Background: an optimization exercise with open tools, aiming at small area, a short achievable clock period and few clock cycles per item. Do not read the settings as production practice.
Only simulation tests tie the RTL to the original design; equivalence was not proved.

== wip/willow ==
==> flow/design.v <==
module dge_sha256 (
    input  wire         clk,
    input  wire         rst,         
    input  wire         in_valid,
    output wire         in_ready,
    input  wire [63:0]  in_data,
    input  wire         in_first,
    input  wire         in_last,
    output reg          out_valid,
    output wire [255:0] out_digest
);
    localparam [31:0] IV0 = 32'h6a09e667, IV1 = 32'hbb67ae85,
                      IV2 = 32'h3c6ef372, IV3 = 32'ha54ff53a,
                      IV4 = 32'h510e527f, IV5 = 32'h9b05688c,
                      IV6 = 32'h1f83d9ab, IV7 = 32'h5be0cd19;
    reg [6:0]  rc;           
    reg        fin;          
    reg        addc;         
    reg        sched_we;     
    reg        busy;         
    reg        cur_first;    
    reg        cur_last;     
    reg [3:0]  lcnt;         
    reg [3:0]  lph;          
    reg        pf, pl;       
    reg        rdy;
    reg [31:0] w [0:15];
    reg [31:0] a, b, c, d, e, f, g, h;
    reg [31:0] p;            
    reg [31:0] ra0, ra1, ra2, ra3, ra4;    
    reg [31:0] re0, re1, re2, re3, re4;    
    assign in_ready = rdy;
    wire accept = in_valid & rdy & ~rst;
    reg [31:0] k_n;
    always @(*) begin
        case (rc)
            7'd0:  k_n = 32'h71374491; 7'd1:  k_n = 32'hb5c0fbcf;
            7'd2:  k_n = 32'he9b5dba5; 7'd3:  k_n = 32'h3956c25b;
            7'd4:  k_n = 32'h59f111f1; 7'd5:  k_n = 32'h923f82a4;
            7'd6:  k_n = 32'hab1c5ed5; 7'd7:  k_n = 32'hd807aa98;
            7'd8:  k_n = 32'h12835b01; 7'd9:  k_n = 32'h243185be;
            7'd10: k_n = 32'h550c7dc3; 7'd11: k_n = 32'h72be5d74;
            7'd12: k_n = 32'h80deb1fe; 7'd13: k_n = 32'h9bdc06a7;
            7'd14: k_n = 32'hc19bf174; 7'd15: k_n = 32'he49b69c1;
            7'd16: k_n = 32'hefbe4786; 7'd17: k_n = 32'h0fc19dc6;
            7'd18: k_n = 32'h240ca1cc; 7'd19: k_n = 32'h2de92c6f;
            7'd20: k_n = 32'h4a7484aa; 7'd21: k_n = 32'h5cb0a9dc;
            7'd22: k_n = 32'h76f988da; 7'd23: k_n = 32'h983e5152;
            7'd24: k_n = 32'ha831c66d; 7'd25: k_n = 32'hb00327c8;
            7'd26: k_n = 32'hbf597fc7; 7'd27: k_n = 32'hc6e00bf3;
            7'd28: k_n = 32'hd5a79147; 7'd29: k_n = 32'h06ca6351;
            7'd30: k_n = 32'h14292967; 7'd31: k_n = 32'h27b70a85;
            7'd32: k_n = 32'h2e1b2138; 7'd33: k_n = 32'h4d2c6dfc;
            7'd34: k_n = 32'h53380d13; 7'd35: k_n = 32'h650a7354;
            7'd36: k_n = 32'h766a0abb; 7'd37: k_n = 32'h81c2c92e;
            7'd38: k_n = 32'h92722c85; 7'd39: k_n = 32'ha2bfe8a1;
            7'd40: k_n = 32'ha81a664b; 7'd41: k_n = 32'hc24b8b70;
            7'd42: k_n = 32'hc76c51a3; 7'd43: k_n = 32'hd192e819;
            7'd44: k_n = 32'hd6990624; 7'd45: k_n = 32'hf40e3585;
            7'd46: k_n = 32'h106aa070; 7'd47: k_n = 32'h19a4c116;
            7'd48: k_n = 32'h1e376c08; 7'd49: k_n = 32'h2748774c;
            7'd50: k_n = 32'h34b0bcb5; 7'd51: k_n = 32'h391c0cb3;
            7'd52: k_n = 32'h4ed8aa4a; 7'd53: k_n = 32'h5b9cca4f;
            7'd54: k_n = 32'h682e6ff3; 7'd55: k_n = 32'h748f82ee;
            7'd56: k_n = 32'h78a5636f; 7'd57: k_n = 32'h84c87814;
            7'd58: k_n = 32'h8cc70208; 7'd59: k_n = 32'h90befffa;
            7'd60: k_n = 32'ha4506ceb; 7'd61: k_n = 32'hbef9a3f7;
            7'd62: k_n = 32'hc67178f2; default: k_n = 32'h428a2f98;
        endcase
    end
    function [31:0] add_bk(input [31:0] x, input [31:0] y);
        reg [31:0] gg, pp;
        integer i, l;
        begin
            gg = x & y; pp = x ^ y;
            for (l = 0; l < 5; l = l + 1)
                for (i = 0; i < 32; i = i + 1)
                    if (((i + 1) % (2 << l)) == 0) begin
                        gg[i] = gg[i] | (pp[i] & gg[i - (1 << l)]);
                        pp[i] = pp[i] & pp[i - (1 << l)];
                    end
            for (l = 3; l >= 0; l = l - 1)
                for (i = 0; i < 32; i = i + 1)
                    if ((i >= 3 * (1 << l) - 1) && (((i + 1 - (1 << l)) % (2 << l)) == 0))
                        gg[i] = gg[i] | (pp[i] & gg[i - (1 << l)]);
            add_bk = x ^ y ^ {gg[30:0], 1'b0};
        end
    endfunction
    function [31:0] add_sk(input [31:0] x, input [31:0] y);
        reg [31:0] gg, pp, g2, p2;
        integer i, l, j;
        begin
            gg = x & y; pp = x ^ y;
            for (l = 0; l < 5; l = l + 1) begin
                g2 = gg; p2 = pp;
                for (i = 0; i < 32; i = i + 1) begin
                    if ((i >> l) & 1) begin
                        j = ((i >> l) << l) - 1;
                        g2[i] = gg[i] | (pp[i] & gg[j]);
                        p2[i] = pp[i] & pp[j];
                    end
                end
                gg = g2; pp = p2;
            end
            add_sk = x ^ y ^ {gg[30:0], 1'b0};
        end
    endfunction
    function [63:0] c32(input [31:0] x1, input [31:0] x2, input [31:0] x3);
        reg [31:0] mj;
        begin
            mj  = (x1 & x2) | (x1 & x3) | (x2 & x3);
            c32 = {mj[30:0], 1'b0, x1 ^ x2 ^ x3};
        end
    endfunction
    function [63:0] c42(input [31:0] x1, input [31:0] x2, input [31:0] x3, input [31:0] x4);
        reg [31:0] s12, co, t, ci, cr;
        integer k;
        begin
            s12 = x1 ^ x2;
            for (k = 0; k < 32; k = k + 1)
                co[k] = s12[k] ? x3[k] : x1[k];
            t  = s12 ^ (x3 ^ x4);
            ci = {co[30:0], 1'b0};
            for (k = 0; k < 32; k = k + 1)
                cr[k] = t[k] ? ci[k] : x4[k];
            c42 = {cr[30:0], 1'b0, t ^ ci};
        end
    endfunction
    wire [31:0] big_s0 = {a[1:0], a[31:2]} ^ {a[12:0], a[31:13]} ^ {a[21:0], a[31:22]};
    wire [31:0] big_s1 = {e[5:0], e[31:6]} ^ {e[10:0], e[31:11]} ^ {e[24:0], e[31:25]};
    wire [31:0] ch     = (e & f) ^ (~e & g);
    wire [31:0] maj    = (a & b) ^ (a & c) ^ (b & c);
    wire [63:0] e_cs  = c42(p, d, ch, big_s1);
    wire [31:0] e_new = add_sk(e_cs[31:0], e_cs[63:32]);
    wire [31:0] t_s = p ^ ch ^ maj;
    wire [31:0] t_c = {(p[30:0] & ch[30:0]) | (p[30:0] & maj[30:0]) | (ch[30:0] & maj[30:0]), 1'b0};
    wire [63:0] a_cs  = c42(t_s, t_c, big_s0, big_s1);
    wire [31:0] a_new = add_sk(a_cs[31:0], a_cs[63:32]);
    wire [31:0] sm_s0 = {w[1][6:0], w[1][31:7]} ^ {w[1][17:0], w[1][31:18]} ^ (w[1] >> 3);
    wire [31:0] sm_s1 = {w[14][16:0], w[14][31:17]} ^ {w[14][18:0], w[14][31:19]} ^ (w[14] >> 10);
    wire [63:0] w_cs   = c42(w[0], w[9], sm_s0, sm_s1);
    wire [31:0] w_next = add_sk(w_cs[31:0], w_cs[63:32]);
    reg  [31:0] iva, ive;
    always @(*) begin
        case (rc[1:0])
            2'd1:    begin iva = IV3; ive = IV7; end    
            2'd2:    begin iva = IV2; ive = IV6; end    
            2'd3:    begin iva = IV1; ive = IV5; end    
            default: begin iva = IV0; ive = IV4; end    
        endcase
    end
    wire        use_iv = cur_first & addc;
    wire        add_on = busy & addc;
    wire [31:0] xa = use_iv ? iva : ra0;
    wire [31:0] xe = use_iv ? ive : re0;
    wire [31:0] sum_a = add_bk(xa, add_on ? a : 32'd0);
    wire [31:0] sum_e = add_bk(xe, add_on ? e : 32'd0);
    wire [31:0] p_op  = fin ? (pf ? IV7 : re2) : g;
    wire [63:0] p_cs  = c32(p_op, k_n, w[1]);
    wire [31:0] p_new = add_sk(p_cs[31:0], p_cs[63:32]);
    function can_acc(input [3:0] lc, input [3:0] ph, input [6:0] r);
        can_acc = (lc == 4'd0) ? ((r == 7'd50) | (r == 7'd55) | (r == 7'd60))
                               : (~lc[3] & (ph == {lc[2:0], 1'b0}));
    endfunction
    wire [31:0] in_lo = {in_data[7:0],   in_data[15:8],  in_data[23:16], in_data[31:24]};
    wire [31:0] in_hi = {in_data[39:32], in_data[47:40], in_data[55:48], in_data[63:56]};
    wire start = fin & (lph == 4'd14) & ((lcnt == 4'd8) | ((lcnt == 4'd7) & accept));
    reg [6:0] rc_n;
    reg [3:0] lcnt_n, lph_n;
    always @(*) begin
        if (rst) begin
            rc_n = 7'd60; lcnt_n = 4'd0; lph_n = 4'd0;
        end else begin
            if (fin) rc_n = start ? 7'd0 : 7'd60;
            else     rc_n = rc + 7'd1;
            if (start)       lcnt_n = 4'd0;
            else if (accept) lcnt_n = lcnt + 4'd1;
            else             lcnt_n = lcnt;
            lph_n = (accept & (lcnt == 4'd0)) ? 4'd1 : lph + 4'd1;
        end
    end
    integer i;
    always @(posedge clk) begin
        rc   <= rc_n;
        fin  <= rc_n[6];
        addc <= rc_n[6] | (rc_n[5:0] >= 6'd61);
        lcnt <= lcnt_n;
        lph  <= lph_n;
        rdy  <= can_acc(lcnt_n, lph_n, rc_n);
        if (accept & (lcnt == 4'd0)) begin
            pf <= in_first;
            pl <= in_last;
        end
        if (rst) begin
            busy      <= 1'b0;
            cur_first <= 1'b0;
            out_valid <= 1'b0;
            sched_we  <= 1'b0;
        end else begin
            out_valid <= fin & busy & cur_last;
            if (fin) begin
                busy      <= start;
                cur_first <= start & pf;
                cur_last  <= pl;
            end
            sched_we <= (fin ? start : busy) & (rc_n <= 7'd47);
        end
        for (i = 0; i < 14; i = i + 1)
            w[i] <= w[i + 1];
        if (accept) begin
            w[14] <= in_lo;
            w[15] <= in_hi;
        end else begin
            w[14] <= w[15];
            w[15] <= sched_we ? w_next : w[0];
        end
        p <= p_new;
        if (fin) begin
            a <= pf ? IV0 : sum_a; b <= pf ? IV1 : ra4;
            c <= pf ? IV2 : ra3;   d <= pf ? IV3 : ra2;
            e <= pf ? IV4 : sum_e; f <= pf ? IV5 : re4;
            g <= pf ? IV6 : re3;   h <= pf ? IV7 : re2;
        end else begin
            a <= a_new; b <= a; c <= b; d <= c;
            e <= e_new; f <= e; g <= f; h <= g;
        end
        ra0 <= ra1; ra1 <= ra2; ra2 <= ra3; ra3 <= ra4; ra4 <= sum_a;
        re0 <= re1; re1 <= re2; re2 <= re3; re3 <= re4; re4 <= sum_e;
    end
    wire [31:0] H0 = ra4, H1 = ra3, H2 = ra2, H3 = ra1;
    wire [31:0] H4 = re4, H5 = re3, H6 = re2, H7 = re1;
    assign out_digest = {
        H7[7:0], H7[15:8], H7[23:16], H7[31:24],
        H6[7:0], H6[15:8], H6[23:16], H6[31:24],
        H5[7:0], H5[15:8], H5[23:16], H5[31:24],
        H4[7:0], H4[15:8], H4[23:16], H4[31:24],
        H3[7:0], H3[15:8], H3[23:16], H3[31:24],
        H2[7:0], H2[15:8], H2[23:16], H2[31:24],
        H1[7:0], H1[15:8], H1[23:16], H1[31:24],
        H0[7:0], H0[15:8], H0[23:16], H0[31:24]
    };
endmodule
clock: 10.0 ns
lec_check: 0
abc_area: 1
cap_margin: 20
core_margin: 2
core_utilization: 60
cts_cluster_diameter: 80
cts_cluster_size: 25
place_density: 0.72
slew_margin: 20
standard.sh (not shown) runs the stock make flow with config.mk's settings and CLKGATE_MAP_FILE= SYNTH_SCRIPT=/design/flow/synth_recipe.tcl, a recipe that flattens the netlist after the stock synthesis.
==> flow/flow/run.sh <==
#!/bin/bash
set -e
export SETUP_SLACK_MARGIN=6
export BUFFER_PORTS_ARGS="-buffer_cell sky130_fd_sc_hd__buf_1"
bash standard.sh > standard.log 2>&1
Testbench counts of wip/willow, summed over its fixed seeds: cycles 31,263, blocks 479.
### wip/willow -> wip/xenon
-- flow/design.v --
<<< wip/willow, line 69
        endcase
    end
    function [31:0] add_bk(input [31:0] x, input [31:0] y);
        reg [31:0] gg, pp;
        integer i, l;
        begin
            gg = x & y; pp = x ^ y;
            for (l = 0; l < 5; l = l + 1)
                for (i = 0; i < 32; i = i + 1)
                    if (((i + 1) % (2 << l)) == 0) begin
                        gg[i] = gg[i] | (pp[i] & gg[i - (1 << l)]);
                        pp[i] = pp[i] & pp[i - (1 << l)];
                    end
            for (l = 3; l >= 0; l = l - 1)
                for (i = 0; i < 32; i = i + 1)
                    if ((i >= 3 * (1 << l) - 1) && (((i + 1 - (1 << l)) % (2 << l)) == 0))
                        gg[i] = gg[i] | (pp[i] & gg[i - (1 << l)]);
            add_bk = x ^ y ^ {gg[30:0], 1'b0};
        end
    endfunction
    function [31:0] add_sk(input [31:0] x, input [31:0] y);
        reg [31:0] gg, pp, g2, p2;
        integer i, l, j;
        begin
            gg = x & y; pp = x ^ y;
            for (l = 0; l < 5; l = l + 1) begin
                g2 = gg; p2 = pp;
                for (i = 0; i < 32; i = i + 1) begin
                    if ((i >> l) & 1) begin
                        j = ((i >> l) << l) - 1;
                        g2[i] = gg[i] | (pp[i] & gg[j]);
                        p2[i] = pp[i] & pp[j];
                    end
                end
                gg = g2; pp = p2;
            end
            add_sk = x ^ y ^ {gg[30:0], 1'b0};
        end
    endfunction
    function [63:0] c32(input [31:0] x1, input [31:0] x2, input [31:0] x3);
        reg [31:0] mj;
        begin
            mj  = (x1 & x2) | (x1 & x3) | (x2 & x3);
            c32 = {mj[30:0], 1'b0, x1 ^ x2 ^ x3};
        end
    endfunction
    function [63:0] c42(input [31:0] x1, input [31:0] x2, input [31:0] x3, input [31:0] x4);
        reg [31:0] s12, co, t, ci, cr;
>>> wip/xenon, line 69
        endcase
    end
    function [63:0] c42(input [31:0] x1, input [31:0] x2, input [31:0] x3, input [31:0] x4);
        reg [31:0] s12, co, t, ci, cr;
<<< wip/willow, line 132
    wire [31:0] maj    = (a & b) ^ (a & c) ^ (b & c);
    wire [63:0] e_cs  = c42(p, d, ch, big_s1);
    wire [31:0] e_new = add_sk(e_cs[31:0], e_cs[63:32]);
    wire [31:0] t_s = p ^ ch ^ maj;
    wire [31:0] t_c = {(p[30:0] & ch[30:0]) | (p[30:0] & maj[30:0]) | (ch[30:0] & maj[30:0]), 1'b0};
    wire [63:0] a_cs  = c42(t_s, t_c, big_s0, big_s1);
    wire [31:0] a_new = add_sk(a_cs[31:0], a_cs[63:32]);
    wire [31:0] sm_s0 = {w[1][6:0], w[1][31:7]} ^ {w[1][17:0], w[1][31:18]} ^ (w[1] >> 3);
    wire [31:0] sm_s1 = {w[14][16:0], w[14][31:17]} ^ {w[14][18:0], w[14][31:19]} ^ (w[14] >> 10);
    wire [63:0] w_cs   = c42(w[0], w[9], sm_s0, sm_s1);
    wire [31:0] w_next = add_sk(w_cs[31:0], w_cs[63:32]);
    reg  [31:0] iva, ive;
    always @(*) begin
>>> wip/xenon, line 88
    wire [31:0] maj    = (a & b) ^ (a & c) ^ (b & c);
    wire [63:0] e_cs  = c42(p, d, ch, big_s1);
    wire [31:0] e_new = e_cs[31:0] + e_cs[63:32];
    wire [31:0] t_s = p ^ ch ^ maj;
    wire [31:0] t_c = {(p[30:0] & ch[30:0]) | (p[30:0] & maj[30:0]) | (ch[30:0] & maj[30:0]), 1'b0};
    wire [63:0] a_cs  = c42(t_s, t_c, big_s0, big_s1);
    wire [31:0] a_new = a_cs[31:0] + a_cs[63:32];
    wire [31:0] sm_s0 = {w[1][6:0], w[1][31:7]} ^ {w[1][17:0], w[1][31:18]} ^ (w[1] >> 3);
    wire [31:0] sm_s1 = {w[14][16:0], w[14][31:17]} ^ {w[14][18:0], w[14][31:19]} ^ (w[14] >> 10);
    wire [63:0] w_cs   = c42(w[0], w[9], sm_s0, sm_s1);
    wire [31:0] w_next = w_cs[31:0] + w_cs[63:32];
    reg  [31:0] iva, ive;
    always @(*) begin
<<< wip/willow, line 154
    wire [31:0] xa = use_iv ? iva : ra0;
    wire [31:0] xe = use_iv ? ive : re0;
    wire [31:0] sum_a = add_bk(xa, add_on ? a : 32'd0);
    wire [31:0] sum_e = add_bk(xe, add_on ? e : 32'd0);
    wire [31:0] p_op  = fin ? (pf ? IV7 : re2) : g;
    wire [63:0] p_cs  = c32(p_op, k_n, w[1]);
    wire [31:0] p_new = add_sk(p_cs[31:0], p_cs[63:32]);
    function can_acc(input [3:0] lc, input [3:0] ph, input [6:0] r);
        can_acc = (lc == 4'd0) ? ((r == 7'd50) | (r == 7'd55) | (r == 7'd60))
>>> wip/xenon, line 110
    wire [31:0] xa = use_iv ? iva : ra0;
    wire [31:0] xe = use_iv ? ive : re0;
    wire [31:0] sum_a = xa + (add_on ? a : 32'd0);
    wire [31:0] sum_e = xe + (add_on ? e : 32'd0);
    wire [31:0] p_op  = fin ? (pf ? IV7 : re2) : g;
    wire [31:0] p_new = p_op + k_n + w[1];
    function can_acc(input [3:0] lc, input [3:0] ph, input [6:0] r);
        can_acc = (lc == 4'd0) ? ((r == 7'd50) | (r == 7'd55) | (r == 7'd60))
### Flow results
Diff wip/willow -> wip/xenon: die outline width picked up an extra 2.6%; worst setup slack lost 0.055 ns; number of antenna violations at the first check in global routing picked up an extra 9. Going from wip/willow to wip/xenon, die span in y grew by about 2.6%, number of cells in the finished layout apart from fillers moved up, summed area of non-filler cells in the final layout went up by 5.9%. wip/xenon ends up with a synthesized cell count that is 653 higher than in wip/willow. Total core area grows by a few percent when moving from wip/willow to wip/xenon. Delta (wip/xenon minus wip/willow): simple-gate share of the synthesized area picked up an extra 2.6 points, final core utilization climbed 0.29 points.
Testbench counts of wip/xenon, summed over its fixed seeds: cycles 31,263, blocks 479.

[separate check: timing with driven ports]
Ports are ideal in the flow. The routed layouts listed here were re-timed in OpenROAD. Step 1 sets driving cells, clkbuf_16 on the clock port and buf_2 on the other inputs (assumed; they add their load-dependent delay and slew). Step 2 times the ports against the registers' clock, not the clock port: input delays grow and output delays shrink by t, the midpoint of the rising clock arrivals with the driver on. Slacks: ideal ports / drivers / drivers and shift; pairs: ideal ports / drivers.
run | shift t [ns] | setup WS [ns] | hold WS [ns] | clock arrival spread, ns
wip/willow | 0.756 | 6.026 / 6.026 / 5.348 | 0.317 / 0.317 / 0.317 | 0.034 / 0.033
wip/xenon | 0.797 | 5.971 / 5.971 / 5.462 | 0.322 / 0.322 / 0.322 | 0.044 / 0.043
After both steps setup and hold are still met in every run listed. For wip/willow, which loses most, drivers alone change the setup slack by 0.000 ns; drivers and shift together by -0.678 ns.
